Context: an optimization exercise on an open-source flow, tuned for small area, a short achievable clock period and few clock cycles per item. The choices shown serve that exercise and are no tape-out recipe. Where RTL was checked, it was by simulation tests only, not by an equivalence proof against the original. No functional check of the RTL was part of runs 1 to 5. Power and IR drop assume default switching activity.

<file path="flow/constraint.sdc">
create_clock -name core_clock -period 5.5 [get_ports {clk}]
set_input_delay 1.1000 -clock core_clock [delete_from_list [all_inputs] [get_ports {clk}]]
set_output_delay 1.1000 -clock core_clock [all_outputs]
set_load 0.01 [all_outputs]
</file>
<file path="flow/standard.sh">
#!/bin/bash
# synth_recipe.tcl (not shown) runs the flow's synth.tcl, then flattens the netlist and writes it again
# the make line also repeats each setting of config.mk as NAME=value (left out here)
make -C /OpenROAD-flow-scripts/flow DESIGN_CONFIG=/design/flow/config.mk WORK_HOME=/design/flow/orfs CLKGATE_MAP_FILE= SYNTH_SCRIPT=/design/flow/synth_recipe.tcl "${@:-finish}"
</file>
<file path="flow/config.mk">
export PLATFORM = sky130hd
export DESIGN_NAME = pq_engine
export DESIGN_NICKNAME = pq_engine
export VERILOG_FILES = /design/flow/design.v
export SDC_FILE = /design/flow/constraint.sdc
export NUM_CORES = 4
export LEC_CHECK = 0
export CAP_MARGIN = 20
export CORE_MARGIN = 2
export CORE_UTILIZATION = 45
export CTS_BUF_LIST = sky130_fd_sc_hd__clkbuf_8
export SETUP_SLACK_MARGIN = 2.75
export SLEW_MARGIN = 20
</file>
<file path="flow/design.v">
module gf_mul64 (
    input  wire [63:0] a,
    input  wire [7:0]  c,
    output wire [63:0] p
);
  wire [63:0] m;                 
  assign m[0] = c[0];
  assign m[1] = c[1];
  assign m[2] = c[2];
  assign m[3] = c[3];
  assign m[4] = c[4];
  assign m[5] = c[5];
  assign m[6] = c[6];
  assign m[7] = c[7];
  assign m[8] = c[7];
  assign m[9] = c[0];
  assign m[10] = c[1] ^ c[7];
  assign m[11] = c[2] ^ c[7];
  assign m[12] = c[3] ^ c[7];
  assign m[13] = c[4];
  assign m[14] = c[5];
  assign m[15] = c[6];
  assign m[16] = c[6];
  assign m[17] = c[7];
  assign m[18] = c[0] ^ c[6];
  assign m[19] = c[1] ^ c[6] ^ c[7];
  assign m[20] = c[2] ^ c[6] ^ c[7];
  assign m[21] = c[3] ^ c[7];
  assign m[22] = c[4];
  assign m[23] = c[5];
  assign m[24] = c[5];
  assign m[25] = c[6];
  assign m[26] = c[5] ^ c[7];
  assign m[27] = c[0] ^ c[5] ^ c[6];
  assign m[28] = c[1] ^ c[5] ^ c[6] ^ c[7];
  assign m[29] = c[2] ^ c[6] ^ c[7];
  assign m[30] = c[3] ^ c[7];
  assign m[31] = c[4];
  assign m[32] = c[4];
  assign m[33] = c[5];
  assign m[34] = c[4] ^ c[6];
  assign m[35] = c[4] ^ c[5] ^ c[7];
  assign m[36] = c[0] ^ c[4] ^ c[5] ^ c[6];
  assign m[37] = c[1] ^ c[5] ^ c[6] ^ c[7];
  assign m[38] = c[2] ^ c[6] ^ c[7];
  assign m[39] = c[3] ^ c[7];
  assign m[40] = c[3] ^ c[7];
  assign m[41] = c[4];
  assign m[42] = c[3] ^ c[5] ^ c[7];
  assign m[43] = c[3] ^ c[4] ^ c[6] ^ c[7];
  assign m[44] = c[3] ^ c[4] ^ c[5];
  assign m[45] = c[0] ^ c[4] ^ c[5] ^ c[6];
  assign m[46] = c[1] ^ c[5] ^ c[6] ^ c[7];
  assign m[47] = c[2] ^ c[6] ^ c[7];
  assign m[48] = c[2] ^ c[6] ^ c[7];
  assign m[49] = c[3] ^ c[7];
  assign m[50] = c[2] ^ c[4] ^ c[6] ^ c[7];
  assign m[51] = c[2] ^ c[3] ^ c[5] ^ c[6];
  assign m[52] = c[2] ^ c[3] ^ c[4];
  assign m[53] = c[3] ^ c[4] ^ c[5];
  assign m[54] = c[0] ^ c[4] ^ c[5] ^ c[6];
  assign m[55] = c[1] ^ c[5] ^ c[6] ^ c[7];
  assign m[56] = c[1] ^ c[5] ^ c[6] ^ c[7];
  assign m[57] = c[2] ^ c[6] ^ c[7];
  assign m[58] = c[1] ^ c[3] ^ c[5] ^ c[6];
  assign m[59] = c[1] ^ c[2] ^ c[4] ^ c[5];
  assign m[60] = c[1] ^ c[2] ^ c[3] ^ c[7];
  assign m[61] = c[2] ^ c[3] ^ c[4];
  assign m[62] = c[3] ^ c[4] ^ c[5];
  assign m[63] = c[0] ^ c[4] ^ c[5] ^ c[6];
  genvar l, k;
  generate
    for (l = 0; l < 8; l = l + 1) begin : lane
      for (k = 0; k < 8; k = k + 1) begin : bt
        assign p[8*l+k] = ^({m[56+k], m[48+k], m[40+k], m[32+k],
                             m[24+k], m[16+k], m[8+k], m[k]} & a[8*l +: 8]);
      end
    end
  endgenerate
endmodule
module pq_gpow (
    input  wire [3:0] x,
    output reg  [7:0] gx,
    output reg  [7:0] gnx
);
  always @(*) begin
    case (x)
      4'd0: begin gx = 8'h01; gnx = 8'h01; end
      4'd1: begin gx = 8'h02; gnx = 8'h8E; end
      4'd2: begin gx = 8'h04; gnx = 8'h47; end
      4'd3: begin gx = 8'h08; gnx = 8'hAD; end
      4'd4: begin gx = 8'h10; gnx = 8'hD8; end
      4'd5: begin gx = 8'h20; gnx = 8'h6C; end
      4'd6: begin gx = 8'h40; gnx = 8'h36; end
      4'd7: begin gx = 8'h80; gnx = 8'h1B; end
      4'd8: begin gx = 8'h1D; gnx = 8'h83; end
      4'd9: begin gx = 8'h3A; gnx = 8'hCF; end
      4'd10: begin gx = 8'h74; gnx = 8'hE9; end
      4'd11: begin gx = 8'hE8; gnx = 8'hFA; end
      4'd12: begin gx = 8'hCD; gnx = 8'h7D; end
      4'd13: begin gx = 8'h87; gnx = 8'hB0; end
      4'd14: begin gx = 8'h13; gnx = 8'h58; end
      default: begin gx = 8'h26; gnx = 8'h2C; end
    endcase
  end
endmodule
module pq_k1 (
    input  wire [3:0] x,
    input  wire [3:0] y,
    output reg  [7:0] k
);
  always @(*) begin
    case (y - x)
      4'd0: k = 8'h00;
      4'd1: k = 8'hF4;
      4'd2: k = 8'hA7;
      4'd3: k = 8'h9D;
      4'd4: k = 8'h72;
      4'd5: k = 8'hED;
      4'd6: k = 8'h5F;
      4'd7: k = 8'h54;
      4'd8: k = 8'hA0;
      4'd9: k = 8'hA9;
      4'd10: k = 8'hFB;
      4'd11: k = 8'h74;
      4'd12: k = 8'h85;
      4'd13: k = 8'hE4;
      4'd14: k = 8'hC0;
      default: k = 8'h8A;
    endcase
  end
endmodule
module pq_engine (
    input  wire        clk,
    input  wire        rst,
    input  wire        cmd_valid,
    output wire        cmd_ready,
    input  wire [2:0]  cmd_op,
    input  wire [1:0]  cmd_width,    
    input  wire [3:0]  cmd_x,
    input  wire [3:0]  cmd_y,
    input  wire [7:0]  cmd_rows,     
    input  wire        in_valid,
    output wire        in_ready,
    input  wire [63:0] in_data,
    output reg         out_valid,
    input  wire        out_ready,
    output wire [63:0] out_a,
    output wire [63:0] out_b
);
  localparam OP_GEN = 3'd0;
  localparam OP_RDP = 3'd1;
  localparam OP_RDQ = 3'd2;
  localparam OP_RDD = 3'd3;
  localparam OP_RMW = 3'd4;
  localparam OP_CHK = 3'd5;
  function [7:0] xt;             
    input [7:0] v;
    xt = {v[6:0], 1'b0} ^ (v[7] ? 8'h1D : 8'h00);
  endfunction
  function [1:0] step;
    input [3:0] p;
    input       rec, dd;         
    input [3:0] mx, my;
    reg         sk1, sk2;
    begin
      sk1  = (rec && p + 4'd1 == mx) || (dd && p + 4'd1 == my);
      sk2  = dd && p + 4'd2 == my;
      step = !sk1 ? 2'd1 : sk2 ? 2'd3 : 2'd2;
    end
  endfunction
  function [7:0] xi;             
    input [7:0] v;
    xi = {1'b0, v[7:1]} ^ (v[0] ? 8'h8E : 8'h00);
  endfunction
  reg        c_act;              
  reg [2:0]  c_op;
  reg [3:0]  c_x, c_y, c_dl, c_cnt;
  reg [7:0]  c_rows;             
  reg [7:0]  c_off, c_tq;        
  reg        c_fa;
  reg        first;              
  reg        last;               
  reg        ll;                 
  reg        upd;                
  reg [3:0]  dl;                 
  reg [1:0]  tix;                
  reg [3:0]  pos;                
  reg [1:0]  s;                  
  reg [7:0]  r;                  
  reg [7:0]  coef;               
  reg        ea;                 
  reg        rdy_free, rdy_wait;
  assign in_ready  = rdy_free || (rdy_wait && out_ready);
  assign cmd_ready = !c_act || (ll && in_valid);
  wire beat = in_valid && in_ready;
  wire take = cmd_valid && cmd_ready;
  wire [63:0] prod;
  gf_mul64 u_mul (.a(in_data), .c(coef), .p(prod));
  reg [63:0] acc_a, acc_b;
  assign out_a = acc_a;
  assign out_b = acc_b;
  wire keep = !(beat && first);
  always @(posedge clk) begin
    acc_a <= (acc_a & {64{keep}}) ^ (in_data & {64{beat & ea}})
           ^ (prod & {64{beat & c_fa}});
    acc_b <= (acc_b & {64{keep}}) ^ (prod & {64{beat}});
  end
  wire [7:0] i_gx, i_gnx, i_k1;
  pq_gpow u_gpow (.x(cmd_x), .gx(i_gx), .gnx(i_gnx));
  pq_k1   u_k1   (.x(cmd_x), .y(cmd_y), .k(i_k1));
  wire [3:0] i_w  = (cmd_width == 2'd0) ? 4'd3 : (cmd_width == 2'd1) ? 4'd7 : 4'd15;
  wire       i_x0 = (cmd_x == 4'd0);
  reg  [3:0] i_dl;               
  reg  [7:0] i_off, i_tq, i_r0, i_c0;
  wire       i_rec = (cmd_op == OP_RDP) || (cmd_op == OP_RDQ) || (cmd_op == OP_RDD);
  wire       i_dd  = (cmd_op == OP_RDD);
  wire [1:0] i_p0  = (i_rec && i_x0) ? ((i_dd && cmd_y == 4'd1) ? 2'd2 : 2'd1) : 2'd0;
  wire [1:0] i_s0  = (i_rec && cmd_x == 4'd1) ? ((i_dd && cmd_y == 4'd2) ? 2'd3 : 2'd2) :
                     (i_dd && i_x0 && cmd_y == 4'd2) ? 2'd2 : 2'd1;
  always @(*) begin
    i_dl  = i_w;
    i_off = 8'h00;
    i_tq  = 8'h01;
    i_r0  = 8'h01;
    i_c0  = 8'h01;
    case (cmd_op)
      OP_RDP: begin
        i_dl  = i_w - 4'd1;
        i_off = 8'h01;
        i_tq  = i_gnx;
        i_r0  = i_x0 ? 8'h02 : i_gnx;
        i_c0  = i_x0 ? 8'h03 : (i_gnx ^ 8'h01);
      end
      OP_RDQ: begin
        i_dl  = i_w - 4'd1;
        i_off = i_gx;
        i_r0  = i_x0 ? 8'h02 : 8'h01;
        i_c0  = i_x0 ? 8'h03 : (i_gx ^ 8'h01);
      end
      OP_RDD: begin              
        i_dl  = i_w - 4'd2;
        i_off = i_k1;
        i_tq  = i_k1;
        i_r0  = i_k1;
        i_c0  = 8'h00;
      end
      OP_RMW: begin
        i_off = i_gx;
        i_c0  = 8'h00;
      end
      default: ;
    endcase
  end
  wire       rec   = (c_op == OP_RDP) || (c_op == OP_RDQ) || (c_op == OP_RDD);
  wire [7:0] r1    = xt(r);
  wire [7:0] r2    = xt(r1);
  wire [7:0] r3    = xt(r2);
  wire [3:0] pos_n = pos + {2'b00, s};
  wire [7:0] r_n   = (s == 2'd1) ? r1 : (s == 2'd2) ? r2 : r3;
  wire [1:0] s_n   = step(pos_n, rec, c_op == OP_RDD, c_x, c_y);
  wire       d_n   = upd && (dl != 4'd0);        
  wire [1:0] t_n   = upd ? 2'd0 : tix + 2'd1;    
  wire [1:0] c_tl  = (c_op == OP_CHK || c_op == OP_RDD) ? 2'd1 :    
                     (c_op == OP_RMW) ? 2'd3 : 2'd0;                 
  wire       l_n   = d_n ? (dl == 4'd1 && c_op == OP_GEN) : (t_n == c_tl);
  reg [7:0] tr_coef;
  reg       tr_ea;
  always @(*) begin
    tr_coef = c_off;
    tr_ea   = 1'b1;
    case (c_op)
      OP_CHK: begin
        tr_coef = t_n[0] ? c_tq : 8'h00;
        tr_ea   = !t_n[0];
      end
      OP_RDP: begin
        tr_coef = c_tq;
        tr_ea   = 1'b0;
      end
      OP_RDD: begin
        tr_coef = t_n[0] ? c_tq : c_off;
        tr_ea   = !t_n[0];
      end
      OP_RMW: begin
        tr_coef = t_n[1] ? c_off : t_n[0] ? c_tq : 8'h00;
        tr_ea   = t_n[1] || !t_n[0];
      end
      default: ;
    endcase
  end
  wire       c_x0 = (c_x == 4'd0);
  wire       c_dd = (c_op == OP_RDD);
  wire [1:0] c_p0 = (rec && c_x0) ? ((c_dd && c_y == 4'd1) ? 2'd2 : 2'd1) : 2'd0;
  wire [1:0] c_s0 = (rec && c_x == 4'd1) ? ((c_dd && c_y == 4'd2) ? 2'd3 : 2'd2) :
                    (c_dd && c_x0 && c_y == 4'd2) ? 2'd2 : 2'd1;
  reg  [7:0] c_r0;
  always @(*) begin
    case (c_op)
      OP_RDP:  c_r0 = c_x0 ? 8'h02 : c_tq;
      OP_RDQ:  c_r0 = c_x0 ? 8'h02 : 8'h01;
      OP_RDD:  c_r0 = !c_x0 ? c_tq : (c_y == 4'd1) ? xt(xt(c_tq)) : xt(c_tq);
      default: c_r0 = 8'h01;
    endcase
  end
  wire [7:0] r_lp = c_x0 ? xt(r) : xi(r);
  wire rowend = beat && last;
  wire c_done = rowend && (c_rows == 8'd0);
  wire again  = rowend && (c_rows != 8'd0);      
  wire act_n  = take || (c_act && !c_done);
  wire [3:0] cnt_n = take ? ((cmd_op == OP_RDD) ? (i_x0 ? {2'b00, i_p0} : cmd_x) : 4'd0)
                          : (c_cnt != 4'd0) ? c_cnt - 4'd1 : 4'd0;
  wire first_n = take || again || (first && !beat);
  wire ov_n    = rowend || (out_valid && !out_ready);
  always @(posedge clk) begin
    if (rst) begin
      c_act     <= 1'b0;
      out_valid <= 1'b0;
      rdy_free  <= 1'b0;
      rdy_wait  <= 1'b0;
      ll        <= 1'b0;
    end else begin
      c_act     <= act_n;
      out_valid <= ov_n;
      c_cnt     <= cnt_n;
      rdy_free  <= act_n && (cnt_n == 4'd0) && (!first_n || !ov_n);
      rdy_wait  <= act_n && (cnt_n == 4'd0) && first_n && ov_n;
      if (take) begin
        c_op   <= cmd_op;
        c_x    <= cmd_x;
        c_y    <= cmd_y;
        c_dl   <= i_dl;
        c_rows <= cmd_rows;
        c_off  <= i_off;
        c_tq   <= i_tq;
        c_fa   <= (cmd_op == OP_RDP) || (cmd_op == OP_RDD);
      end else begin
        if (rowend) c_rows <= c_rows - 8'd1;
        if (c_cnt != 4'd0 && !c_x0) c_tq <= xi(c_tq);
      end
      if (take) begin
        first <= 1'b1;
        last  <= 1'b0;
        ll    <= 1'b0;
        upd   <= (cmd_op != OP_RMW);
        dl    <= i_dl;
        tix   <= 2'd0;
        pos   <= {2'b00, i_p0};
        s     <= i_s0;
        r     <= i_r0;
        coef  <= i_c0;
        ea    <= 1'b1;
      end else if (c_cnt != 4'd0) begin
        r     <= r_lp;
        coef  <= r_lp ^ c_off;
      end else if (again) begin
        first <= 1'b1;
        last  <= 1'b0;
        ll    <= 1'b0;
        upd   <= (c_op != OP_RMW);
        dl    <= c_dl;
        tix   <= 2'd0;
        pos   <= {2'b00, c_p0};
        s     <= c_s0;
        r     <= c_r0;
        coef  <= (c_op == OP_RMW) ? 8'h00 : c_r0 ^ c_off;
        ea    <= 1'b1;
      end else if (beat) begin
        first <= 1'b0;
        last  <= l_n;
        ll    <= l_n && (c_rows == 8'd0);
        upd   <= d_n;
        dl    <= dl - 4'd1;
        tix   <= t_n;
        pos   <= pos_n;
        s     <= s_n;
        r     <= r_n;
        if (d_n) begin
          coef <= r_n ^ c_off;
          ea   <= 1'b1;
        end else begin
          coef <= tr_coef;
          ea   <= tr_ea;
        end
      end
    end
  end
endmodule
</file>
<file path="flow/flow/run.sh">
#!/bin/bash
# Standard layout, with the port buffers made from buf_2 instead of the
# default delay buffers.
export BUFFER_PORTS_ARGS="-buffer_cell sky130_fd_sc_hd__buf_2"
bash standard.sh > standard.log 2>&1
</file>
==> out/results.txt, run 1 <==
Post-Syn Area -> 0.0202 mm2
Die ar. -> 0.0465 mm2
Period utilization -> 0.512
First-pass GRT wire length -> 113000 um
GR met2 Demand/Resource -> 0.493
Critical path capture point type -> register
GRT Resource Usage Total -> 0.311
FMAX -> 0.355 GHz
Synthesized net count -> 2786
Share of layout cells above drive strength 1 -> 0.212
Placer Congestion -> 0.912
RSZ-0062 raised after global routing -> true
M3 GR Usage -> 0.0592
Drc violations -> 0
Synthesis Warnings -> 3
Largest net degree at the start of global routing -> 84
Top-Level Pins -> 221
Worst-path clk slew -> 0.06 ns
Top Usage Layer GRT -> met2
Routed vias/inst -> 5.72
Leak Pwr -> 10.4 nW
Rel. slew slack -> 0.285
Detailed placement HPWL -> 49500 um
Cell count after synthesis -> 2676
DRT Pass-1 Iters -> 6
Crit path DAT -> 3.33 ns
Largest fanout on the critical path -> 8
Final nets -> 2984
CTS Buf Count -> 42
DR vias -> 20000
Syn Area/Cell -> 7.54 um2
H-tree depth -> 2
Worst EP required -> 6.02 ns
Worst Skew -> 0.0492 ns
Hold Crit Class -> reg2reg
Core Region -> 0.0442 mm2
Worst Setup Start Kind -> register
Root Buffer -> clkbuf_8
Port bufs -> 220
Ys async rst share -> 0
Antenna viol nets, final -> 0
Worst Path Class, Setup -> reg2reg
Ys flop type -> dfxtp_1
CTS tree -> yes
Max-cap violation count -> 0
Setup TNS -> 0 ns
FP Rows -> 77
RR Startpoint -> coef[5]
Wire length per cell -> 21.7 um
Commonest non-fill, non-tap cells in the layout -> nand2_1 (753), xnor2_1 (372), buf_2 (214), nor2_1 (176), a21oi_1 (136)
Clk latency of the worst-skew pair -> 0.66 ns
#FFs+latches synth -> 209
Peak VDD IR -> 214 uV
Fillers -> 4132
Max Slew Vio Count -> 0
Pwr/cell area -> 479 mW/mm2
Reg2reg setup slack -> 2.69 ns
Most common cell after layout, fill and taps aside -> nand2_1
Clk sink count -> 209
Crit path from -> coef[5]
Layout overhead on the synthesized area -> 21.8%
Initial antenna violation count -> 4
Iter 0 DRT Violations -> 2091
Initial core utilization -> 0.456
Routed WL -> 75900 um
Global route overflow -> 0
Final Power -> 11.8 mW
Run status -> no timing/DRC/antenna violations
EDFF count, synth -> 76
Min Clock Period, post-route -> 2.81 ns
Final Setup Violations -> 0
Clock buffer depth -> 3
Die width -> 216 um
Yosys cell types -> 80
Vias in the first global route -> 18500
Grt met1 use -> 0.429
Worst slew pin tran -> 1.07 ns
Die Y -> 216 um
Sequential area share after synthesis -> 0.245
Hold wc startpoint -> acc_b[28]
Hold Fails Final Rpt -> 0
==> flip-flops by register name (all words and copies together) (netlist names), 8 cells and up <==
register,cells
r,8
acc_b,64
c_tq,8
coef,8
c_off,8
acc_a,64
c_rows,8
==> Yosys cell counts (all sizes together), types with 5 or more instances <==
cell	instances	area, um2
dfxtp	133	2660
nor2b	13	81.3
xor3	7	168
nand2	765	2870
ha	18	225
a21oi	144	721
o21ai	82	410
o221ai	13	114
a211oi	10	75.1
nand3	71	355
xnor2	405	3550
and2	5	33.8
a22oi	23	178
or3	8	55.1
xnor3	58	1310
and3	7	43.8
o211ai	48	360
inv	31	119
o31ai	6	45.0
o22ai	20	125
nor4	8	56.3
a22o	10	87.6
nand4	7	43.8
a221oi	7	61.3
clkbuf	162	608
a21o	9	67.6
nor3b	5	37.5
xor2	129	1150
mux2	20	225
edfxtp	76	2280
mux2i	21	210
nor3	14	70.1
a32oi	5	43.8
nand3b	5	37.5
a31oi	14	87.6
nor2	183	687
nand2b	27	176
buf	51	243
or2	6	37.5
==> through the flow <==
step / hold slack, ns / instance area (um2) / instances / setup WS, ns / util
after floorplan: 0.441 / 20400 / 2676 / 2.30 / -
after global placement: 0.462 / 21700 / 3305 / 1.45 / 0.490
after detailed placement: 0.479 / 21700 / 3306 / 1.39 / 0.490
after CTS: 0.491 / 23600 / 3446 / 2.70 / 0.533
after global routing: 0.521 / 24600 / 3498 / 2.62 / 0.556
final: 0.493 / 24600 / 3499 / 2.69 / 0.556
==> metal layers <==
layer / up-vias / wire [um] / share of wire
met5: - / 19 / 0.00025
met4: 4 / 2310 / 0.030
met3: 172 / 7100 / 0.094
met2: 1000 / 34500 / 0.45
met1: 9571 / 32000 / 0.42
li1: 9259 / - / -
==> worst max-delay path, cell delays in order, from the launching register on <==
cell      delay (ns)
edfxtp_1        0.51
buf_6           0.18
buf_6           0.12
xor2_4          0.28
xor2_4          0.28
buf_12          0.15
buf_12          0.12
nand2_4         0.05
xor2_1          0.18
xnor3_2         0.54
nor2_1          0.16
xnor2_1         0.09
==> area by class of cell <==
type                    count  area (um2)  share of cell area
repair buffers            364        2540               0.103
inverters                  35         175             0.00713
clock inverters            27         260              0.0106
flip-flops and latches    209        4940               0.201
diodes                      2        5.00            0.000204
clock buffers              48         661              0.0269
multi-input cells        2222       15200               0.620
well taps                 592         741              0.0301
==> power breakdown <==
group | switching [mW] | internal [mW] | leakage (nW)
logic | 3.93 | 3.51 | 8.04
registers | 0.397 | 2.08 | 1.82
clock network | 0.812 | 1.04 | 0.518
total | 5.14 | 6.62 | 10.4
==> final timing paths <==
path,endpoint,cells past startpoint
setup / recovery,acc_a[36],11
hold / removal,acc_b[28],1
setup reg to reg,acc_a[36],11
hold reg to reg,acc_b[28],1
==> cell families after synthesis <==
kind of cell | Yosys count | synth area share
simple gates | 1128 | 0.229
xor+xnor | 599 | 0.306
compound gates | 429 | 0.134
buf+inv | 248 | 0.0489
flops | 209 | 0.245
mux | 42 | 0.0227
fa+ha+maj | 21 | 0.0136
==> what timing repair did <==
action                                  4_1_cts  5_1_grt
gates resized for setup                      77      121
buffers inserted                             61       48
hold buffers                                  0        0
pin swaps                                    16       54
hold endpoints to repair                      0        0
endpoints found under the setup margin      198      156
gates cloned                                  4        3
==> run 2: changes to the inputs <==
--- a/flow/design.v
+++ b/flow/design.v
@@ -208,4 +208,6 @@
   end
   wire [7:0] i_gx, i_gnx, i_k1;
+  wire [7:0] i_g4 = (cmd_x[3:2] == 2'd0) ? 8'h01 : (cmd_x[3:2] == 2'd1) ? 8'hD8 :
+                    (cmd_x[3:2] == 2'd2) ? 8'h83 : 8'h7D;
   pq_gpow u_gpow (.x(cmd_x), .gx(i_gx), .gnx(i_gnx));
   pq_k1   u_k1   (.x(cmd_x), .y(cmd_y), .k(i_k1));
@@ -229,7 +231,7 @@
         i_dl  = i_w - 4'd1;
         i_off = 8'h01;
-        i_tq  = i_gnx;
-        i_r0  = i_x0 ? 8'h02 : i_gnx;
-        i_c0  = i_x0 ? 8'h03 : (i_gnx ^ 8'h01);
+        i_tq  = i_g4;                
+        i_r0  = i_x0 ? 8'h02 : i_g4;
+        i_c0  = i_x0 ? 8'h03 : (i_g4 ^ 8'h01);
       end
       OP_RDQ: begin
@@ -309,5 +311,6 @@
   wire again  = rowend && (c_rows != 8'd0);      
   wire act_n  = take || (c_act && !c_done);
-  wire [3:0] cnt_n = take ? ((cmd_op == OP_RDD) ? (i_x0 ? {2'b00, i_p0} : cmd_x) : 4'd0)
+  wire [3:0] cnt_n = take ? ((cmd_op == OP_RDD) ? (i_x0 ? {2'b00, i_p0} : cmd_x) :
+                             (cmd_op == OP_RDP) ? {2'b00, cmd_x[1:0]} : 4'd0)
                           : (c_cnt != 4'd0) ? c_cnt - 4'd1 : 4'd0;
   wire first_n = take || again || (first && !beat);
==> out/results.txt, run 2 <==
Run status -> no timing/DRC/antenna violations
Initial core utilization -> 0.457
Max-cap violation count -> 0
Worst Skew -> 0.0437 ns
Clock power share -> 0.144
Leak Pwr -> 10.1 nW
Min Clock Period, post-route -> 2.84 ns
Critical path capture point type -> register
Routed WL -> 74900 um
Yosys top cell area share -> 0.168
Slowest CP cell -> xnor3_1
H-tree depth -> 2
Hold-fix buffer count after cts -> 0
Placer Congestion -> 0.947
Ys flop type -> dfxtp_1
Die ar. -> 0.0467 mm2
Die Y -> 216 um
Layout overhead on the synthesized area -> 17.5%
Worst Setup Start Kind -> input port
Yosys cell types -> 78
Detailed placement HPWL -> 51400 um
Hold Fails Final Rpt -> 0
Cell count after synthesis -> 2663
Global route overflow -> 0
RSZ-0062 raised after global routing -> true
Root Buffer -> clkbuf_8
FMAX -> 0.352 GHz
Syn Area/Cell -> 7.61 um2
Clock buffer depth -> 3
Cell internal pwr -> 6.03 mW
Leading area contributor after synthesis -> xnor2_1
Final Setup Violations -> 0
EDFF count, synth -> 76
Setup TNS -> 0 ns
First-pass GRT wire length -> 113000 um
Vias in the first global route -> 19200
Hold Crit Class -> reg2reg
Antenna viol nets, final -> 0
Reg2reg setup slack -> 2.71 ns
Initial antenna violation count -> 5
Worst-case reg-to-reg path depth -> 7
CP cell instances -> buf_8 -> inv_6 -> ha_4 -> inv_2 -> fa_2 -> xor2_4 -> xnor3_1 -> a221o_1 -> and2_4 -> o32a_1
Ranking of synthesized cells by area -> xnor2_1 (17%), nand2_1 (14%), dfxtp_1 (13%)
End of the critical path -> c_tq[0]
Hold_ws -> 0.487 ns
Share of layout cells above drive strength 1 -> 0.181
Reg-to-reg endpoint -> coef[4]
Worst slew pin tran -> 0.906 ns
Top-Level Pins -> 221
Cell family with most CP delay -> compound AO/OA/AOI/OAI gates
Largest regs -> acc_a (64), acc_b (64)
CTS Buf Count -> 42
Largest fanout on the critical path -> 3
Period utilization -> 0.517
Clk sink count -> 209
Post-Syn Area -> 0.0203 mm2
Max Slew Vio Count -> 0
Levels on crit path -> 10
Sequential area share after synthesis -> 0.244
Largest net degree at the start of global routing -> 76
Count leader, synth -> nand2_1
Hold wc startpoint -> acc_b[56]
Ys async rst share -> 0
Comb pwr share -> 0.625
Fillers -> 4280
Routed vias/inst -> 5.74
DR vias -> 19700
Crit path from -> cmd_y[0]
Commonest non-fill, non-tap cells in the layout -> nand2_1 (760), xnor2_1 (368), buf_2 (214), nor2_1 (170), dfxtp_1 (133)
Sw frac -> 0.437
Worst-path clk slew -> 0.06 ns
GRT Resource Usage Total -> 0.312
Peak VDD IR -> 245 uV
Core Region -> 0.0443 mm2
Crit path DAT -> 3.21 ns
Sw power -> 4.67 mW
Final nets -> 2936
Wire length per cell -> 21.8 um
Sum of buffers and inverters on the critical path -> 3
Worst EP required -> 5.87 ns
Synthesized net count -> 2777
Iter 0 DRT Violations -> 1785
Clk latency of the worst-skew pair -> 0.62 ns
CTS tree -> yes
Port bufs -> 220
Rel. slew slack -> 0.396
CP max stage delay -> 0.44 ns
DRT Pass-1 Iters -> 5
Most instantiated cells after synthesis -> nand2_1 (766), xnor2_1 (389), nor2_1 (173)
RR Startpoint -> r[5]
FP Rows -> 77
Most common cell after layout, fill and taps aside -> nand2_1
#FFs+latches synth -> 209
Die width -> 216 um
Pwr/cell area -> 449 mW/mm2
Synthesis Warnings -> 3
Sequential share of power -> 0.231
Drc violations -> 0
Worst Path Class, Setup -> in2reg
## run 2: timing repair
item / CTS / global route
endpoints found under the setup margin: 177 / 96
pin swaps: 19 / 34
setup buffers: 44 / 27
gates resized for setup: 69 / 63
cloned: 6 / 1
## run 2: cell type report
type                       instances  area (um2)  share of cell area
inverter                          50         211             0.00889
sequential                       209        4940               0.208
multi-input combinational       2197       15000               0.632
tap                              592         741              0.0311
antenna                            3        7.51            0.000316
clock buffer                      45         619              0.0260
timing repair buffer             322        2090              0.0878
clock inverter                    24         135             0.00568
## run 2: worst min-delay path, delay by kind of cell (launching register included)
kind	cells	cell delay (ns)
flip-flops	1	0.31
AND/OR/NAND/NOR	1	0.07
XOR/XNOR	1	0.06
## run 2: cells by family after synthesis
group	Yosys count	share of synthesized area
AO/OA/AOI/OAI	411	0.130
multiplexers	54	0.0280
flip-flops	209	0.244
adder cells (fa/ha/maj)	25	0.0161
buffers and inverters	263	0.0530
XOR/XNOR	588	0.304
AND/OR/NAND/NOR	1113	0.225
## run 2: worst min-delay path by stage
stage                           end  slack [ns]  cells past startpoint
after floorplan                  ll        0.44                      2
final                     acc_b[56]        0.49                      2
after detailed placement         ll        0.47                      2
after global routing      acc_b[56]        0.52                      2
after CTS                 acc_b[56]        0.49                      2
after global placement    acc_b[56]        0.46                      2
## run 2: per-layer routing
metal | track usage | wire [um]
met1 | 0.351 | 27800
met2 | 0.568 | 38100
met3 | 0.0439 | 4520
met4 | 0.166 | 4520
met5 | 0 | 26
## run 2: power groups by stage
stage | clock (mW) | sequential, mW | combinational, mW
global placement | 0 | 2.50 | 6.07
global route | 1.63 | 2.53 | 7.16
floorplan | 0 | 2.59 | 4.49
CTS | 1.57 | 2.47 | 6.49
finish | 1.54 | 2.47 | 6.68
detailed placement | 0 | 2.53 | 6.17
## run 2: through the flow
| step | instances | cell area [um2] | power (mW) | utilization | setup slack (ns) |
|---|---|---|---|---|---|
| CTS | 3411 | 23200 | 10.5 | 0.524 | 2.70 |
| finish | 3442 | 23800 | 10.7 | 0.537 | 2.66 |
| floorplan | 2663 | 20400 | 7.08 | - | 2.18 |
| global placement | 3292 | 21600 | 8.57 | 0.488 | 1.76 |
| detailed placement | 3292 | 21600 | 8.70 | 0.488 | 1.72 |
| global route | 3439 | 23800 | 11.3 | 0.537 | 2.61 |
==> run 3: changes to the inputs <==
--- a/flow/config.mk
+++ b/flow/config.mk
@@ -9,5 +9,5 @@
 export CORE_MARGIN = 2
 export CORE_UTILIZATION = 45
-export CTS_BUF_LIST = sky130_fd_sc_hd__clkbuf_8
+export CTS_BUF_LIST = sky130_fd_sc_hd__clkbuf_4
 export SETUP_SLACK_MARGIN = 2.75
 export SLEW_MARGIN = 20
==> out/results.txt, run 3 <==
Run status -> no timing/DRC/antenna violations
H-tree depth -> 3
GRT Resource Usage Total -> 0.312
Rel. slew slack -> 0.408
Min Clock Period, post-route -> 2.79 ns
Placer Congestion -> 0.947
Syn Area/Cell -> 7.61 um2
Final nets -> 2968
Layout overhead on the synthesized area -> 18.3%
Leading area contributor after synthesis -> xnor2_1
Ys async rst share -> 0
Worst EP required -> 6.20 ns
Worst-path clk slew -> 0.07 ns
Clk sink count -> 209
Initial antenna violation count -> 7
Max Slew Vio Count -> 0
Sequential share of power -> 0.226
Routed vias/inst -> 5.71
Yosys top cell area share -> 0.168
Reg2reg setup slack -> 2.71 ns
CTS Buf Count -> 66
Sw frac -> 0.432
Wire length per cell -> 21.4 um
Global route overflow -> 0
Port bufs -> 220
Antenna viol nets, final -> 0
Final Power -> 11.0 mW
Placed insts -> 3292
Finished Layout Cells -> 3506
Clock power share -> 0.161
Commonest non-fill, non-tap cells in the layout -> nand2_1 (759), xnor2_1 (368), buf_2 (216), nor2_1 (170), dfxtp_1 (133)
RR Startpoint -> coef[5]
#FFs+latches synth -> 209
Most instantiated cells after synthesis -> nand2_1 (766), xnor2_1 (389), nor2_1 (173)
CTS tree -> yes
Worst slew pin tran -> 0.887 ns
Crit path DAT -> 3.49 ns
RSZ-0062 raised after global routing -> true
Die Y -> 216 um
Largest fanout on the critical path -> 30
Setup TNS -> 0 ns
Worst Path Class, Setup -> reg2reg
Clk latency of the worst-skew pair -> 0.84 ns
Hold path cells -> 2
Hold Fails Final Rpt -> 0
Detailed placement HPWL -> 51400 um
Final Util -> 0.541
Iter 0 DRT Violations -> 1611
Synthesis Warnings -> 3
Most common cell after layout, fill and taps aside -> nand2_1
Initial core utilization -> 0.457
Hold Path End -> acc_b[56]
Largest net degree at the start of global routing -> 76
Area of the multi-input gates -> 0.0150 mm2
Count leader, synth -> nand2_1
Worst Skew -> 0.0774 ns
Hold_ws -> 0.489 ns
DR vias -> 20000
Clock buffer depth -> 3
Die width -> 216 um
Sequential area share after synthesis -> 0.244
Vias in the first global route -> 19200
Fillers -> 4276
Worst Setup Start Kind -> register
Max-cap violation count -> 0
Sw power -> 4.73 mW
FMAX -> 0.359 GHz
Worst-case reg-to-reg path depth -> 11
Synthesized net count -> 2777
First-pass GRT wire length -> 113000 um
Cell internal pwr -> 6.23 mW
Share of layout cells above drive strength 1 -> 0.196
DRT Pass-1 Iters -> 7
FP Rows -> 77
Leak Pwr -> 10.2 nW
Top-Level Pins -> 221
Yosys cell types -> 78
Core Region -> 0.0443 mm2
Critical path capture point type -> register
Routed WL -> 74900 um
EDFF count, synth -> 76
Period utilization -> 0.507
Comb pwr share -> 0.613
Drc violations -> 0
Cell count after synthesis -> 2663
Hold wc startpoint -> acc_b[56]
Ys flop type -> dfxtp_1
Seq. cell area -> 0.00494 mm2
Reg-to-reg endpoint -> acc_b[26]
Die ar. -> 0.0467 mm2
Peak VDD IR -> 183 uV
Root Buffer -> clkbuf_4
Hold Crit Class -> reg2reg
Final Setup Violations -> 0
Ranking of synthesized cells by area -> xnor2_1 (17%), nand2_1 (14%), dfxtp_1 (13%)
Post-Syn Area -> 0.0203 mm2
Pwr/cell area -> 457 mW/mm2
Largest regs -> acc_a (64), acc_b (64)
run 3: cell counts after synthesis:
No cell type changed its count.
run 3: final cells by class:
| class | count | area share |
|---|---|---|
| Timing Repair Buffer | 330 | 0.0889 |
| Sequential cell | 209 | 0.206 |
| Clock buffer | 100 | 0.0313 |
| Inverter | 50 | 0.00835 |
| Antenna cell | 10 | 0.00104 |
| Clock inverter | 18 | 0.00679 |
| Multi-Input combinational cell | 2197 | 0.626 |
| Tap cell | 592 | 0.0309 |
run 3: routing by layer:
metal  vias to the layer above  global-route usage  wire length [um]
met5                         -                   0                13
met4                         2               0.174              4390
met3                       286              0.0589              5060
met2                       899               0.559             37600
met1                      9586               0.348             27900
li1                       9241                   -                 -
run 3: how the worst max path moves through the flow:
stage / from / slack (ns) / endpoint / depth (start not counted)
2_1_floorplan: cmd_x[1] / 2.18 / c_tq[0] / 10
3_3_place_gp: in_valid / 1.76 / r[0] / 8
3_5_place_dp: in_valid / 1.72 / r[0] / 8
4_1_cts: c_x[0] / 2.73 / coef[4] / 7
5_1_grt: c_y[3] / 2.61 / coef[4] / 8
6_report: coef[5] / 2.71 / acc_b[26] / 11
run 3: stage by stage:
stage               cell area (um2)  setup slack (ns)
finish                        24000              2.71
global placement              21600              1.76
global route                  24000              2.61
detailed placement            21600              1.72
floorplan                     20400              2.18
CTS                           23200              2.73
run 3: critical path: stages (launching register included):
cell and delay [ns]:
edfxtp_1 0.45, buf_6 0.18, buf_12 0.16, xor2_4 0.31
buf_4 0.19, buf_6 0.09, nand2_1 0.04, xnor3_1 0.39
xnor3_1 0.26, xnor2_2 0.28, mux2i_1 0.22, nand2_1 0.07
run 3: cell families after synthesis:
logic type | share of synthesized area
muxes | 0.0280
xor gates and xnor gates | 0.304
AOI/OAI and AO/OA | 0.130
DFF | 0.244
buffers and inverters | 0.0530
and+or+nand+nor | 0.225
adders and majority gates | 0.0161
run 3: what timing repair did:
item / 4_1_cts / 5_1_grt
hold endpoints to repair: 0 / 0
pin swaps: 8 / 34
cloned: 4 / 3
gates resized for setup: 52 / 64
hold buffers: 0 / 0
buffers inserted: 33 / 46
setup endpoints to repair: 147 / 101
run 3: power groups by stage:
| stage | registers [mW] | clock network, mW | logic, mW |
|---|---|---|---|
| finish | 2.47 | 1.76 | 6.72 |
| global route | 2.53 | 1.89 | 7.20 |
| global placement | 2.50 | 0 | 6.07 |
| floorplan | 2.59 | 0 | 4.49 |
| CTS | 2.47 | 1.80 | 6.46 |
| detailed placement | 2.53 | 0 | 6.17 |
==> run 4: changes to the inputs <==
--- a/flow/config.mk
+++ b/flow/config.mk
@@ -8,5 +8,5 @@
 export CAP_MARGIN = 20
 export CORE_MARGIN = 2
-export CORE_UTILIZATION = 45
+export CORE_UTILIZATION = 55
 export CTS_BUF_LIST = sky130_fd_sc_hd__clkbuf_4
 export SETUP_SLACK_MARGIN = 2.75
==> out/results.txt, run 4 <==
Worst-case reg-to-reg path depth -> 9
Most instantiated cells after synthesis -> nand2_1 (766), xnor2_1 (389), nor2_1 (173)
Commonest non-fill, non-tap cells in the layout -> nand2_1 (761), xnor2_1 (368), buf_2 (217), nor2_1 (169), dfxtp_1 (133)
Leak Pwr -> 10.0 nW
CTS Buf Count -> 60
Antenna viol nets, final -> 0
DR vias -> 19800
Leading area contributor after synthesis -> xnor2_1
Run status -> no timing/DRC/antenna violations
Syn Area/Cell -> 7.61 um2
Initial antenna violation count -> 7
CP max stage delay -> 0.46 ns
Worst Setup Start Kind -> input port
Cell count after synthesis -> 2663
Synthesized net count -> 2777
EDFF count, synth -> 76
Largest net degree at the start of global routing -> 76
Final nets -> 2943
Reg-to-reg endpoint -> acc_b[10]
Placer Congestion -> 0.982
RR Startpoint -> coef[5]
CTS tree -> yes
Crit path from -> cmd_y[0]
Worst Skew -> 0.0828 ns
FMAX -> 0.358 GHz
Die ar. -> 0.0384 mm2
Worst slew pin tran -> 0.946 ns
Wire length per cell -> 21.6 um
Clk latency of the worst-skew pair -> 0.86 ns
RSZ-0062 raised after global routing -> true
Fillers -> 3260
Reg2reg setup slack -> 2.77 ns
Top-Level Pins -> 221
Min Clock Period, post-route -> 2.80 ns
DRT Pass-1 Iters -> 6
Worst Path Class, Setup -> in2reg
Routed WL -> 72500 um
H-tree depth -> 2
Setup TNS -> 0 ns
Initial core utilization -> 0.556
Share of layout cells above drive strength 1 -> 0.187
Hold-fix buffer count after cts -> 0
Detailed placement HPWL -> 50600 um
Largest regs -> acc_a (64), acc_b (64)
Vias in the first global route -> 19600
Final Setup Violations -> 0
Post-synthesis simple-gate area fraction -> 0.225
Max Slew Vio Count -> 0
Rel. slew slack -> 0.369
Core Region -> 0.0364 mm2
Worst-path clk slew -> 0.07 ns
Post-Syn Area -> 0.0203 mm2
Adder-cell area share of the yosys netlist -> 0.0161
Period utilization -> 0.508
Layout overhead on the synthesized area -> 15.9%
FP Rows -> 70
Yosys top cell area share -> 0.168
Port bufs -> 220
Hold Fails Final Rpt -> 0
Routed vias/inst -> 5.91
Max-cap violation count -> 0
Yosys cell types -> 78
Root Buffer -> clkbuf_4
Iter 0 DRT Violations -> 1606
Hold Crit Class -> in2reg
CP cell instances -> buf_4 -> inv_4 -> ha_4 -> inv_1 -> fa_2 -> xor2_4 -> xnor3_1 -> a221o_1 -> and2_4 -> o32a_1
Die width -> 196 um
GRT Resource Usage Total -> 0.367
Count leader, synth -> nand2_1
Synth Area in Compound Gates -> 0.130
Global route overflow -> 0
Ys async rst share -> 0
Sequential area share after synthesis -> 0.244
Largest fanout on the critical path -> 4
End of the critical path -> c_tq[0]
Main combinational cell family by area after synthesis -> XOR/XNOR gates
Synthesis Warnings -> 3
First-pass GRT wire length -> 109000 um
Ys flop type -> dfxtp_1
Worst EP required -> 6.11 ns
Pwr/cell area -> 458 mW/mm2
Most common cell after layout, fill and taps aside -> nand2_1
Crit path DAT -> 3.41 ns
Xor-xnor portion of the synthesized cell area -> 0.304
Clock buffer depth -> 3
Peak VDD IR -> 190 uV
Die Y -> 196 um
Hold_ws -> 0.445 ns
Drc violations -> 0
#FFs+latches synth -> 209
Critical path capture point type -> register
Post-synthesis mux area share -> 0.0280
Slowest CP cell -> xnor3_1
Ranking of synthesized cells by area -> xnor2_1 (17%), nand2_1 (14%), dfxtp_1 (13%)
Clk sink count -> 209
## run 4: power breakdown
part / leakage (nW) / internal [mW] / switching [mW]
sequential: 1.82 / 2.09 / 0.382
combinational: 7.72 / 3.17 / 3.59
clock: 0.473 / 0.767 / 0.751
## run 4: routing by layer
| metal | vias up | part of all wire | global-route usage |
|---|---|---|---|
| met5 | - | 0.00012 | 0 |
| met4 | 2 | 0.073 | 0.258 |
| met3 | 308 | 0.066 | 0.0583 |
| met2 | 918 | 0.50 | 0.662 |
| met1 | 9398 | 0.36 | 0.392 |
| li1 | 9203 | - | - |
## run 4: cell families (layout without fill, tap and decap cells)
| family | after synthesis | in the layout |
|---|---|---|
| XOR/XNOR | 588 | 592 |
| AND/OR/NAND/NOR | 1113 | 1113 |
| adder cells (fa/ha/maj) | 25 | 25 |
| AO/OA/AOI/OAI | 411 | 411 |
| multiplexers | 54 | 54 |
| buffers and inverters | 263 | 477 |
| flip-flops | 209 | 209 |
| other | 0 | 9 |
## run 4: timing repair
item / in CTS / in global routing
hold endpoints to repair: 0 / 0
resized for setup: 54 / 53
endpoints found under the setup margin: 152 / 127
buffers inserted: 37 / 23
pin swaps: 11 / 33
cloned: 3 / 3
## run 4: final cells by class
class	count	area [um2]	share of cell area
Inverter	50	204	0.00869
Sequential cell	209	4940	0.211
Clock inverter	22	96.3	0.00410
Timing Repair Buffer	313	1970	0.0841
Clock buffer	92	691	0.0294
Antenna cell	9	22.5	0.000960
Multi-Input combinational cell	2195	15000	0.637
Tap cell	468	586	0.0249
## run 4: metrics by stage
| stage | worst slack (ns) | instance area [um2] | utilization | instances | total power [mW] |
|---|---|---|---|---|---|
| CTS | 2.75 | 23000 | 0.630 | 3323 | 10.5 |
| floorplan | 2.18 | 20400 | - | 2663 | 7.08 |
| detailed placement | 1.72 | 21500 | 0.590 | 3169 | 8.71 |
| global placement | 1.69 | 21500 | 0.590 | 3169 | 8.57 |
| finish | 2.70 | 23500 | 0.644 | 3358 | 10.7 |
| global route | 2.68 | 23500 | 0.644 | 3352 | 11.4 |
## run 4: how the worst min path moves through the flow
stage                  from       to  cells past startpoint
2_1_floorplan            ll       ll                      2
3_3_place_gp             ll       ll                      2
3_5_place_dp             ll       ll                      2
4_1_cts        cmd_width[1]  c_dl[3]                      1
5_1_grt        cmd_width[1]  c_dl[3]                      1
6_report       cmd_width[1]  c_dl[3]                      1
## run 4: worst max-delay path: cells and delay by family
family                   cells  cell delay (ns)
AO/OA/AOI/OAI                2             0.69
AND/OR/NAND/NOR              1             0.17
XOR/XNOR                     2             0.65
buffers and inverters        3             0.26
adder cells (fa/ha/maj)      2             0.52
==> run 5: changes to the inputs <==
--- a/flow/config.mk
+++ b/flow/config.mk
@@ -8,6 +8,6 @@
 export CAP_MARGIN = 20
 export CORE_MARGIN = 2
-export CORE_UTILIZATION = 55
-export CTS_BUF_LIST = sky130_fd_sc_hd__clkbuf_4
+export CORE_UTILIZATION = 45
+export CTS_BUF_LIST = sky130_fd_sc_hd__clkbuf_4 sky130_fd_sc_hd__clkbuf_8
 export SETUP_SLACK_MARGIN = 2.75
 export SLEW_MARGIN = 20
==> out/results.txt, run 5 <==
RSZ-0062 raised after global routing -> true
Syn Area/Cell -> 7.61 um2
Final Power -> 10.8 mW
Core Region -> 0.0443 mm2
Global route overflow -> 0
Worst slew pin tran -> 0.887 ns
Run status -> no timing/DRC/antenna violations
Cell count after synthesis -> 2663
Most common cell after layout, fill and taps aside -> nand2_1
Die width -> 216 um
Fillers -> 4253
Leading area contributor after synthesis -> xnor2_1
GRT Resource Usage Total -> 0.313
Worst Skew -> 0.0505 ns
Reg2reg setup slack -> 2.79 ns
Setup TNS -> 0 ns
Vias in the first global route -> 19200
CTS tree -> yes
Antenna viol nets, final -> 0
Final Util -> 0.541
Most instantiated cells after synthesis -> nand2_1 (766), xnor2_1 (389), nor2_1 (173)
Ys async rst share -> 0
Synthesized net count -> 2777
Routed WL -> 75400 um
Synthesis Warnings -> 3
Final nets -> 2951
FP Rows -> 77
Clock buffer depth -> 3
Yosys top cell area share -> 0.168
Worst-path clk slew -> 0.06 ns
Drc violations -> 0
Clk sink count -> 209
Iter 0 DRT Violations -> 1722
Largest regs -> acc_a (64), acc_b (64)
Leak Pwr -> 10.2 nW
Yosys cell types -> 78
Detailed placement HPWL -> 51400 um
Post-Syn Area -> 0.0203 mm2
Max Slew Vio Count -> 0
Layout overhead on the synthesized area -> 18.4%
Top-Level Pins -> 221
Worst EP required -> 5.96 ns
Commonest non-fill, non-tap cells in the layout -> nand2_1 (760), xnor2_1 (366), buf_2 (214), nor2_1 (170), dfxtp_1 (133)
Post-Place Cell Area -> 0.0216 mm2
Placer Congestion -> 0.947
Critical path capture point type -> register
Final Setup Violations -> 0
H-tree depth -> 2
Wire length per cell -> 21.8 um
Rel. slew slack -> 0.408
Crit path DAT -> 3.30 ns
Hold-fix buffer count after cts -> 0
Routed vias/inst -> 5.73
Port bufs -> 220
Initial antenna violation count -> 5
Pwr/cell area -> 451 mW/mm2
Ranking of synthesized cells by area -> xnor2_1 (17%), nand2_1 (14%), dfxtp_1 (13%)
Count leader, synth -> nand2_1
Worst Path Class, Setup -> in2reg
Min Clock Period, post-route -> 2.84 ns
CTS Buf Count -> 42
Die Y -> 216 um
Pre-CTS setup slack -> 1.72 ns
Period utilization -> 0.516
Ys flop type -> dfxtp_1
First-pass GRT wire length -> 114000 um
Largest net degree at the start of global routing -> 76
Root Buffer -> clkbuf_8
Clk latency of the worst-skew pair -> 0.63 ns
Peak VDD IR -> 245 uV
Worst Setup Start Kind -> input port
Share of layout cells above drive strength 1 -> 0.189
Sequential area share after synthesis -> 0.244
DR vias -> 19800
EDFF count, synth -> 76
Hold Fails Final Rpt -> 0
DRT Pass-1 Iters -> 5
Max-cap violation count -> 0
Setup WS post-layout -> 2.66 ns
FMAX -> 0.352 GHz
Largest fanout on the critical path -> 7
Die ar. -> 0.0467 mm2
#FFs+latches synth -> 209
Initial core utilization -> 0.457
Layout Cell Area excl Fill -> 0.0240 mm2
Hold Crit Class -> reg2reg
==> run 5: worst max-delay path, cell delays in order <==
cell,delay [ns]
buf_12,0.09
clkinv_8,0.06
ha_4,0.20
nor2b_1,0.12
o21a_1,0.21
buf_4,0.15
nor3_1,0.40
o21ai_0,0.18
a311o_1,0.42
o21ai_1,0.14
a22o_1,0.23
==> run 5: power by group <==
| part | switching [mW] | leakage [nW] | internal (mW) |
|---|---|---|---|
| clock | 0.745 | 0.420 | 0.877 |
| combinational | 3.56 | 7.91 | 3.17 |
| sequential | 0.379 | 1.82 | 2.09 |
==> run 5: kinds of logic after synthesis <==
logic type | share of synthesized area
compound gates | 0.130
flops | 0.244
simple gates | 0.225
xor+xnor | 0.304
buf+inv | 0.0530
mux | 0.0280
fa+ha+maj | 0.0161
==> run 5: final timing paths <==
check,end,depth (start not counted),startpoint
setup / recovery,r[1],11,cmd_x[1]
hold / removal,acc_b[56],2,acc_b[56]
setup reg to reg,acc_a[11],10,coef[6]
hold reg to reg,acc_b[56],2,acc_b[56]
==> run 5: per-layer routing <==
layer  part of all wire  vias to the layer above  wire [um]  global-route usage
met4              0.056                        6       4220               0.165
met3              0.061                      267       4620              0.0453
met1               0.37                     9552      28100               0.352
li1                   -                     9158          -                   -
met2               0.51                      822      38500               0.570
met5            0.00049                        -         37                   0
==> run 5: through the flow <==
| step | cells | hold slack [ns] |
|---|---|---|
| 2_1_floorplan | 2663 | 0.440 |
| 3_3_place_gp | 3292 | 0.457 |
| 3_5_place_dp | 3292 | 0.472 |
| 4_1_cts | 3415 | 0.492 |
| 5_1_grt | 3454 | 0.524 |
| 6_report | 3456 | 0.489 |
==> run 5: cell type report <==
class	count	area [um2]	area share
repair buffers	337	2220	0.0924
inverters	50	211	0.00882
well taps	592	741	0.0309
clock inverters	12	90.1	0.00376
clock buffers	57	709	0.0296
multi-input cells	2197	15100	0.628
diodes	2	5.00	0.000209
flip-flops and latches	209	4940	0.206
==> run 5: repair_timing <==
action,4_1_cts,5_1_grt
cloned,6,2
resized for setup,76,61
pin swaps,20,31
buffers inserted,48,37
endpoints found under the setup margin,177,95
==> run 6: changes to the inputs <==
--- a/flow/design.v
+++ b/flow/design.v
@@ -208,6 +208,4 @@
   end
   wire [7:0] i_gx, i_gnx, i_k1;
-  wire [7:0] i_g4 = (cmd_x[3:2] == 2'd0) ? 8'h01 : (cmd_x[3:2] == 2'd1) ? 8'hD8 :
-                    (cmd_x[3:2] == 2'd2) ? 8'h83 : 8'h7D;
   pq_gpow u_gpow (.x(cmd_x), .gx(i_gx), .gnx(i_gnx));
   pq_k1   u_k1   (.x(cmd_x), .y(cmd_y), .k(i_k1));
@@ -231,7 +229,6 @@
         i_dl  = i_w - 4'd1;
         i_off = 8'h01;
-        i_tq  = i_g4;                
-        i_r0  = i_x0 ? 8'h02 : i_g4;
-        i_c0  = i_x0 ? 8'h03 : (i_g4 ^ 8'h01);
+        i_r0  = i_x0 ? 8'h02 : 8'h01;   
+        i_c0  = 8'h03;
       end
       OP_RDQ: begin
@@ -312,5 +309,5 @@
   wire act_n  = take || (c_act && !c_done);
   wire [3:0] cnt_n = take ? ((cmd_op == OP_RDD) ? (i_x0 ? {2'b00, i_p0} : cmd_x) :
-                             (cmd_op == OP_RDP) ? {2'b00, cmd_x[1:0]} : 4'd0)
+                             (cmd_op == OP_RDP) ? cmd_x : 4'd0)
                           : (c_cnt != 4'd0) ? c_cnt - 4'd1 : 4'd0;
   wire first_n = take || again || (first && !beat);
==> out/results.txt, run 6 <==
Run status -> no timing/DRC/antenna violations
Routed vias/inst -> 5.68
Rel. slew slack -> 0.285
Antenna viol nets, final -> 0
Clk sink count -> 209
Max-cap violation count -> 0
DRT Pass-1 Iters -> 7
Detailed placement HPWL -> 49500 um
RSZ-0062 raised after global routing -> true
Yosys top cell area share -> 0.169
Main combinational cell family by area after synthesis -> XOR/XNOR gates
Final Setup Violations -> 0
Sequential area share after synthesis -> 0.245
Share of layout cells above drive strength 1 -> 0.204
Xor-xnor portion of the synthesized cell area -> 0.311
Worst Path Class, Setup -> reg2reg
Initial antenna violation count -> 0
Critical path capture point type -> register
Largest regs -> acc_a (64), acc_b (64)
Count leader, synth -> nand2_1
FMAX -> 0.361 GHz
H-tree depth -> 2
Ranking of synthesized cells by area -> xnor2_1 (17%), nand2_1 (14%), dfxtp_1 (13%)
Final nets -> 2914
Yosys cell types -> 83
CTS tree -> yes
Most instantiated cells after synthesis -> nand2_1 (733), xnor2_1 (388), nor2_1 (166)
Hold-fix buffer count after cts -> 0
Synth Area in Compound Gates -> 0.127
Die width -> 216 um
Post-synthesis mux area share -> 0.0315
Core Region -> 0.0442 mm2
Worst EP required -> 5.92 ns
Commonest non-fill, non-tap cells in the layout -> nand2_1 (727), xnor2_1 (359), buf_2 (217), nor2_1 (163), dfxtp_1 (133)
Port bufs -> 220
Hold Fails Final Rpt -> 0
Drc violations -> 0
Final Util -> 0.549
GRT Resource Usage Total -> 0.306
Worst Skew -> 0.0353 ns
Ys flop type -> dfxtp_1
Global route overflow -> 0
Syn Area/Cell -> 7.69 um2
Worst slew pin tran -> 1.07 ns
Vias in the first global route -> 18300
Worst Setup Start Kind -> register
Min Clock Period, post-route -> 2.77 ns
Peak VDD IR -> 213 uV
Clk latency of the worst-skew pair -> 0.64 ns
# diodes -> 0
Wire length per cell -> 21.4 um
Cell count after synthesis -> 2619
Leak Pwr -> 10.3 nW
Synthesis Warnings -> 3
Max Slew Vio Count -> 0
Die ar. -> 0.0465 mm2
Root Buffer -> clkbuf_8
Top-Level Pins -> 221
Most common cell after layout, fill and taps aside -> nand2_1
Post-Syn Area -> 0.0201 mm2
Worst-path clk slew -> 0.06 ns
EDFF count, synth -> 76
Period utilization -> 0.504
Largest net degree at the start of global routing -> 73
Setup TNS -> 0 ns
DR vias -> 19500
#FFs+latches synth -> 209
Die Y -> 216 um
Adder-cell area share of the yosys netlist -> 0.0130
Synthesized net count -> 2728
Layout overhead on the synthesized area -> 20.4%
Leading area contributor after synthesis -> xnor2_1
First-pass GRT wire length -> 110000 um
Placer Congestion -> 0.956
Crit path DAT -> 3.19 ns
Iter 0 DRT Violations -> 1968
Initial core utilization -> 0.455
CTS Buf Count -> 43
Post-synthesis simple-gate area fraction -> 0.222
Largest fanout on the critical path -> 2
Clock buffer depth -> 3
FP Rows -> 77
Routed WL -> 73200 um
Hold Crit Class -> reg2reg
Ys async rst share -> 0
Pwr/cell area -> 459 mW/mm2
run 6: cell count changes in the layout (fill, tap and decap cells not counted), sizes merged, moves of 8 or more:
cell / change
inv: -11
nor3: -11
buf: +8
nand2b: +13
a211oi: -11
nand2: -33
o211ai: -17
mux2i: +9
o21ai: +19
run 6: per-stage QoR:
step	instances	setup slack, ns	area (um2)	hold WS (ns)	power (mW)
2_1_floorplan	2619	2.40	20300	0.441	6.86
5_1_grt	3428	2.69	24300	0.499	11.8
3_3_place_gp	3249	1.70	21600	0.456	8.39
3_5_place_dp	3249	1.62	21600	0.460	8.48
4_1_cts	3390	2.59	23500	0.470	10.8
6_report	3428	2.73	24300	0.464	11.1
run 6: layer usage:
layer,global-route usage,share of wire
met2,0.506,0.46
met3,0.0417,0.081
met1,0.403,0.41
met4,0.127,0.041
met5,0,0
run 6: layout make-up:
| class | instances | area [um2] |
|---|---|---|
| Inverter | 37 | 163 |
| Timing Repair Buffer | 349 | 2310 |
| Tap cell | 592 | 741 |
| Multi-Input combinational cell | 2165 | 15100 |
| Clock inverter | 21 | 251 |
| Sequential cell | 209 | 4940 |
| Clock buffer | 55 | 713 |
| Fill cell | 4100 | 20000 |
run 6: critical path, stage by stage (launching register included):
cell and delay (ns):
edfxtp_1 0.51, inv_4 0.08, fa_2 0.58, inv_2 0.06, ha_1 0.25, xnor2_2 0.19
xnor2_1 0.15, nor4_1 0.06, a32oi_1 0.19, nor2_1 0.10, a311oi_1 0.39
run 6: worst paths after layout:
check	start	endpoint	slack [ns]	depth (start not counted)
worst min-delay path	acc_b[14]	acc_b[14]	0.46	2
worst max-delay path	s[1]	s[0]	2.73	10
worst max register to register	s[1]	s[0]	2.73	10
worst min register to register	acc_b[14]	acc_b[14]	0.46	2
run 6: kinds of logic after synthesis:
group / Yosys count
xor+xnor: 594
mux: 61
buf+inv: 250
flops: 209
compound gates: 407
fa+ha+maj: 20
simple gates: 1078
run 6: repair_timing:
| action | CTS | global route |
|---|---|---|
| gates resized for setup | 59 | 74 |
| pin swaps | 29 | 18 |
| endpoints found under the hold margin | 0 | 0 |
| setup endpoints to repair | 168 | 109 |
| cloned | 5 | 3 |
| buffers inserted | 60 | 35 |
run 6: power by group:
part	switching, mW	internal [mW]
Combinational	3.57	3.23
Clock	0.800	1.10
Sequential	0.357	2.08
Total	4.73	6.41
Testbench counts of run 6, summed over its fixed seeds: cycles 23,550, rows 2,762.
==> run 7: changes to the inputs <==
--- a/flow/config.mk
+++ b/flow/config.mk
@@ -9,5 +9,5 @@
 export CORE_MARGIN = 2
 export CORE_UTILIZATION = 45
-export CTS_BUF_LIST = sky130_fd_sc_hd__clkbuf_4 sky130_fd_sc_hd__clkbuf_8
+export CTS_BUF_LIST = sky130_fd_sc_hd__clkbuf_4
 export SETUP_SLACK_MARGIN = 2.75
 export SLEW_MARGIN = 20
==> out/results.txt, run 7 <==
Run status -> no timing/DRC/antenna violations
#FFs+latches synth -> 209
Vias in the first global route -> 18400
DR vias -> 19400
Clock buffer depth -> 3
Top-Level Pins -> 221
Most instantiated cells after synthesis -> nand2_1 (733), xnor2_1 (388), nor2_1 (166)
DRT Pass-1 Iters -> 6
Worst Path Class, Setup -> reg2reg
Largest net degree at the start of global routing -> 73
Die ar. -> 0.0465 mm2
Die Y -> 216 um
Reg2reg setup slack -> 2.76 ns
Largest regs -> acc_a (64), acc_b (64)
Commonest non-fill, non-tap cells in the layout -> nand2_1 (728), xnor2_1 (363), buf_2 (221), nor2_1 (162), dfxtp_1 (133)
Most common cell after layout, fill and taps aside -> nand2_1
Rel. slew slack -> 0.296
Root Buffer -> clkbuf_4
Final Setup Violations -> 0
Initial antenna violation count -> 2
Max-cap violation count -> 0
Ys flop type -> dfxtp_1
Post-Place Cell Area -> 0.0216 mm2
Leading area contributor after synthesis -> xnor2_1
First-pass GRT wire length -> 110000 um
FMAX -> 0.364 GHz
Worst Skew -> 0.0822 ns
RSZ-0062 raised after global routing -> true
Iter 0 DRT Violations -> 2072
Worst-path clk slew -> 0.06 ns
Worst slew pin tran -> 1.06 ns
Cell internal pwr -> 6.16 mW
CTS Buf Count -> 67
Placed insts -> 3249
Sequential area share after synthesis -> 0.245
Wire length per cell -> 21.0 um
Sequential share of power -> 0.225
Cell count after synthesis -> 2619
Layout Cell Area excl Fill -> 0.0238 mm2
EDFF count, synth -> 76
Critical path capture point type -> register
Routed vias/inst -> 5.61
Comb pwr share -> 0.612
Ranking of synthesized cells by area -> xnor2_1 (17%), nand2_1 (14%), dfxtp_1 (13%)
Syn Area/Cell -> 7.69 um2
Finished Layout Cells -> 3451
Initial core utilization -> 0.455
Clk latency of the worst-skew pair -> 0.85 ns
Worst Setup Start Kind -> register
Worst EP required -> 6.13 ns
Ys async rst share -> 0
Clock power share -> 0.163
Crit path DAT -> 3.38 ns
Hold-fix buffer count after cts -> 0
Global route overflow -> 0
Share of layout cells above drive strength 1 -> 0.199
Sw power -> 4.66 mW
Largest fanout on the critical path -> 2
Peak VDD IR -> 177 uV
FP Rows -> 77
Final nets -> 2916
Hold_ws -> 0.465 ns
Port bufs -> 220
GRT Resource Usage Total -> 0.306
Period utilization -> 0.499
Drc violations -> 0
Placer Congestion -> 0.956
Die width -> 216 um
Sw frac -> 0.431
H-tree depth -> 3
Synthesized net count -> 2728
Yosys cell types -> 83
Min Clock Period, post-route -> 2.74 ns
Leak Pwr -> 10.1 nW
Yosys top cell area share -> 0.169
Final Power -> 10.8 mW
Count leader, synth -> nand2_1
Detailed placement HPWL -> 49500 um
Setup TNS -> 0 ns
Max Slew Vio Count -> 0
Post-Syn Area -> 0.0201 mm2
Pwr/cell area -> 454 mW/mm2
Clk sink count -> 209
Synthesis Warnings -> 3
Antenna viol nets, final -> 0
Hold Crit Class -> reg2reg
Routed WL -> 72500 um
Core Region -> 0.0442 mm2
Layout overhead on the synthesized area -> 18.2%
Hold Fails Final Rpt -> 0
CTS tree -> yes
[run 7: changes by cell type in the layout (fill, tap and decap cells not counted), moves of 5 or more]
cell / previous run / this run
clkbuf_4: 10 / 92
xnor2_2: 24 / 19
clkinv_1: 0 / 14
buf_4: 107 / 89
clkinv_2: 11 / 5
clkbuf_8: 48 / 0
[run 7: stage by stage]
| step | setup WS, ns | util |
|---|---|---|
| finish | 2.76 | 0.539 |
| global route | 2.69 | 0.539 |
| global placement | 1.70 | 0.488 |
| detailed placement | 1.62 | 0.488 |
| CTS | 2.59 | 0.527 |
| floorplan | 2.40 | - |
[run 7: cell families after synthesis]
group           Yosys count  synth area share
fa+ha+maj                20            0.0130
compound gates          407             0.127
simple gates           1078             0.222
xor+xnor                594             0.311
mux                      61            0.0315
buf+inv                 250            0.0494
flops                   209             0.245
[run 7: cell type report]
class,instances,area (um2)
clock buffer,92,691
inverter,37,163
tap,592,741
fill,4158,20400
sequential,209,4940
clock inverter,25,211
antenna,4,10.0
timing repair buffer,329,2090
multi-input combinational,2163,15000
[run 7: final timing paths]
kind / start / endpoint / cells past startpoint
setup / recovery: s[1] / s[0] / 10
hold / removal: acc_b[14] / acc_b[14] / 2
setup reg to reg: s[1] / s[0] / 10
hold reg to reg: acc_b[14] / acc_b[14] / 2
[run 7: power by group through the flow]
| stage | logic [mW] | registers (mW) | clock network (mW) |
|---|---|---|---|
| finish | 6.62 | 2.44 | 1.76 |
| global route | 7.10 | 2.49 | 1.89 |
| detailed placement | 5.99 | 2.49 | 0 |
| floorplan | 4.29 | 2.57 | 0 |
| CTS | 6.40 | 2.43 | 1.80 |
| global placement | 5.91 | 2.48 | 0 |
[run 7: worst max-delay path: stages, from the launching register on]
cell	delay [ns]
edfxtp_1	0.51
inv_4	0.08
fa_2	0.58
inv_2	0.06
ha_4	0.16
nand2_2	0.06
xor3_1	0.26
xor2_1	0.17
a32oi_1	0.21
nor2_1	0.10
a311oi_1	0.37
[run 7: routing by layer]
| metal | vias to the layer above | wire length, um | track usage |
|---|---|---|---|
| li1 | 9062 | - | - |
| met1 | 9220 | 30000 | 0.397 |
| met2 | 892 | 34000 | 0.511 |
| met3 | 192 | 5680 | 0.0544 |
| met4 | 0 | 2810 | 0.113 |
| met5 | - | 0 | 0 |
[run 7: timing repair]
action | CTS | global route
setup endpoints to repair | 139 | 111
setup buffers | 53 | 25
cloned | 3 | 0
pin swaps | 22 | 24
resized for setup | 54 | 49

[re-timing with driven ports]
No port has a modelled driver above. Below, the same layouts with a new extraction and two added sets of constraints.
Step 1 assumes that a clkbuf_16 drives the clock port and a buf_2 every other input.
Step 2 moves the port delays by t, midway between the first and last clock arrival at a register: inputs arrive t later, outputs are due t later. That takes back most of the time a late clock gives input paths.
a / b / c = ideal / step 1 / step 2; a / b = the first two.
run | t (ns) | slack for setup (ns) | worst hold slack (ns) | worst register clock-pin slew, ns
run 1 | 0.692 | 2.687 / 2.686 / 2.030 | 0.493 / 0.493 / 0.493 | 0.07 / 0.07
run 2 | 0.657 | 2.657 / 2.667 / 2.010 | 0.487 / 0.487 / 0.487 | 0.07 / 0.07
run 3 | 0.851 | 2.712 / 2.712 / 1.953 | 0.489 / 0.479 / 0.489 | 0.08 / 0.08
run 4 | 0.868 | 2.705 / 2.737 / 1.869 | 0.445 / 0.414 / 0.475 | 0.08 / 0.08
run 5 | 0.661 | 2.663 / 2.657 / 1.995 | 0.489 / 0.489 / 0.489 | 0.07 / 0.07
run 6 | 0.679 | 2.729 / 2.729 / 2.111 | 0.464 / 0.464 / 0.464 | 0.07 / 0.07
run 7 | 0.865 | 2.756 / 2.756 / 2.000 | 0.465 / 0.465 / 0.465 | 0.08 / 0.08
After both steps setup and hold are still met in every run listed. For run 4, which loses most, drivers alone change the setup slack by +0.032 ns; drivers and shift together by -0.836 ns.
